What follows belongs to an exercise in optimizing a design on an open flow for small area, a short achievable clock period and few clock cycles per item; a production flow would make more cautious choices.
In this exercise RTL edits were held to simulation tests only and were not proved equivalent to the original.

==> inputs of run Z <==
// shot_unit
module shot_unit (
  input  wire        clk,
  input  wire        rst,
  input  wire        in_valid,
  output wire        in_ready,
  input  wire [7:0]  p00,
  input  wire [7:0]  p10,
  input  wire [7:0]  p01,
  input  wire [7:0]  p11,
  input  wire [5:0]  fx,
  input  wire [5:0]  fy,
  input  wire [15:0] f_pix,
  input  wire [7:0]  nominal,
  input  wire [16:0] s_x,
  input  wire [5:0]  l_x,
  input  wire [4:0]  rank,
  input  wire [3:0]  rho_in,
  input  wire [15:0] gain,
  input  wire [3:0]  state,
  input  wire        blank,
  output wire        out_valid,
  output wire [7:0]  code,
  output wire [3:0]  rho_out,
  output wire        rho_we,
  output wire [31:0] loss,
  output wire        sat,
  output wire        missed,
  output wire        stuck_over
);
Settings: LEC_CHECK=0, ABC_AREA=1, CAP_MARGIN=20, CORE_MARGIN=2, CORE_UTILIZATION=40, CTS_BUF_LIST=sky130_fd_sc_hd__clkbuf_8, CTS_CLUSTER_DIAMETER=60, CTS_CLUSTER_SIZE=20, SLEW_MARGIN=20; clock period 300.0 ns.
standard.sh (not shown) runs the stock make flow with config.mk's settings and CLKGATE_MAP_FILE= SYNTH_SCRIPT=/design/flow/synth_recipe.tcl, a recipe that flattens the netlist after the stock synthesis.
==> flow/flow/run.sh <==
#!/bin/bash
# Layout flow: the standard synthesis, then popt2.py (picks the polarity of
# each full adder, xor, mux and half adder, and swaps cells for complements, so that fewer
# inverters are needed; every register is kept as synthesized), then the standard flow's
# standard layout with sky130_fd_sc_hd__buf_1 as the port buffer.
# Each tool's output goes to a log file of its own in the work folder.
set -euo pipefail
cd "$(dirname "$0")/.."
W=$(pwd)
R=$W/orfs/results/${FLOW_PLATFORM:-sky130hd}/shot_unit/base
bash standard.sh synth > synth.log 2>&1
cp "$R/1_2_yosys.v" "$R/1_2_yosys_std.v"
python3 flow/popt2.py "$R/1_2_yosys_std.v" "$R/1_2_yosys.v" > popt.log 2>&1
BUFFER_PORTS_ARGS="-buffer_cell sky130_fd_sc_hd__buf_1" bash standard.sh finish > layout.log 2>&1
Other scripts of this flow, unchanged in this note and not shown: flow/flow/popt2.py
==> inputs of run Y, as changes to run Z <==
--- a/flow/design.v
+++ b/flow/design.v
@@ -26,43 +26,40 @@
   output wire        sat,
   output wire        missed,
   output wire        stuck_over
 );
   assign in_ready = 1'b1;
+  wire live_in = (state == 4'd0) && (gain >= 16'h0400) && (gain <= 16'h7800);
   reg [7:0]  p00_q, p10_q, p01_q, p11_q;
   reg [5:0]  fx_q, fy_q;
   reg [15:0] f_q;
   reg [7:0]  n_q;
   reg [16:0] s_q;
   reg [5:0]  l_q;
   reg [4:0]  j_q;
   reg [3:0]  rho_q;
-  reg [15:0] g_q;
-  reg [3:0]  st_q;
-  reg        bl_q;
+  reg [14:0] g_q;
+  reg        shoot_q, missed_q;
   reg [3:0] v_q;
   always @(posedge clk) begin
     p00_q <= p00; p10_q <= p10; p01_q <= p01; p11_q <= p11;
     fx_q  <= fx;  fy_q  <= fy;
     f_q   <= f_pix;
     n_q   <= nominal;
     s_q   <= s_x;
     l_q   <= l_x;
     j_q   <= rank;
     rho_q <= rho_in;
-    g_q   <= gain;
-    st_q  <= state;
-    bl_q  <= blank;
+    g_q   <= gain[14:0];
+    shoot_q  <= live_in && !blank;
+    missed_q <= live_in && blank;
   end
   always @(posedge clk) begin
     if (rst) v_q <= 4'd0;
     else     v_q <= {v_q[2:0], in_valid};
   end
   assign out_valid = v_q[3];
-  wire live1   = (st_q == 4'd0) && (g_q >= 16'h0400) && (g_q <= 16'h7800);
-  wire shoot1  = live1 && !bl_q;
-  wire missed1 = live1 && bl_q;
   wire n0 = fx_q[0] ? p10_q[0] : p00_q[0];
   wire n1 = fx_q[0] ? p10_q[1] : p00_q[1];
   wire n2 = fx_q[0] ? p10_q[2] : p00_q[2];
   wire n3 = fx_q[0] ? p10_q[3] : p00_q[3];
   wire n4 = fx_q[0] ? p10_q[4] : p00_q[4];
@@ -2937,11 +2934,11 @@
   wire n2873 = n2863 | n2865;
   wire n2874 = n2873 | n2867;
   wire n2875 = n2874 | n2869;
   wire n2876 = n2875 | n2871;
   wire n2877 = ~n2876;
-  wire n2878 = n2877 & shoot1;
+  wire n2878 = n2877 & shoot_q;
   wire n2879 = n2829 ^ n2648;
   wire n2880 = n2829 & n2648;
   wire n2881 = n2831 ^ n2650 ^ n2880;
   wire n2882 = (n2831 & n2650) | (n2831 & n2880) | (n2650 & n2880);
   wire n2883 = n2833 ^ n2652 ^ n2882;
@@ -4518,12 +4515,12 @@
     c1_G[10] <= g_q[10];
     c1_G[11] <= g_q[11];
     c1_G[12] <= g_q[12];
     c1_G[13] <= g_q[13];
     c1_G[14] <= g_q[14];
-    c1_f[0] <= shoot1;
-    c1_f[1] <= missed1;
+    c1_f[0] <= shoot_q;
+    c1_f[1] <= missed_q;
     c1_f[2] <= n2878;
     c2_w[0] <= n3370;
     c2_w[1] <= n3372;
     c2_w[2] <= n3374;
     c2_w[3] <= n3376;
==> flow/config.mk (replaced) <==
export PLATFORM = sky130hd
export DESIGN_NAME = shot_unit
export DESIGN_NICKNAME = shot_unit
export VERILOG_FILES = /design/flow/design.v
export SDC_FILE = /design/flow/constraint.sdc
export NUM_CORES = 4
export LEC_CHECK = 0
export ABC_AREA = 1
export CAP_MARGIN = 0
export CORE_MARGIN = 2
export CORE_UTILIZATION = 40
export CTS_BUF_LIST = sky130_fd_sc_hd__clkbuf_8
export CTS_CLUSTER_DIAMETER = 60
export CTS_CLUSTER_SIZE = 20
export SLEW_MARGIN = 0
==> notes <==
- Run Z completed with no timing, DRC or antenna violations. Run Y ran to the end with no violations.
- Count of clock-buffer cells in the layout: run Y is higher than run Z (2).
- Between run Y and run Z, the lower die area is in run Y (gap about 1.5%, measured against run Z).
- In run Z the register-to-register slack is higher than in run Y, by 0.22 ns.
- In run Y the worst setup slack is worse than in run Z, by 0.014 ns.
- In via count, run Y and run Z hardly differ.
- Of run Z and run Y, run Z has the higher wire length (gap about 1.3%, measured against run Y).
- Between run Y and run Z, the lower core utilization is in run Z (gap 0.21 points).
- Of run Z and run Y, run Y has the higher clock skew (gap 0.018 ns).
Testbench counts of run Z, summed over its fixed seeds: cycles 24,032, items 24,000.
Testbench counts of run Y, summed over its fixed seeds: cycles 24,032, items 24,000.

[re-timing with driven ports]
No port has a modelled driver above. Below, the same layouts with a new extraction and two added sets of constraints. Step 1, drivers: a clkbuf_16 drives clk and a buf_2 each remaining input, both assumed. Step 2, shift: input delay + t, output delay - t, t = (earliest + latest rising clock arrival at the registers) / 2. This alone moves slack from input paths to output paths. Slacks: no drivers / after step 1 / after step 2; pairs: no drivers / after step 1.
| run | t (ns) | slack for setup (ns) | clock arrival spread, ns | worst data-port slew with drivers (ns) | pins driven straight from the clock port |
|---|---|---|---|---|---|
| run Z | 0.770 | 238.672 / 238.604 / 239.373 | 0.038 / 0.039 | 0.03 | 1 |
| run Y | 0.743 | 238.658 / 238.591 / 238.906 | 0.059 / 0.058 | 0.03 | 1 |
After both steps setup and hold are still met in every run listed.
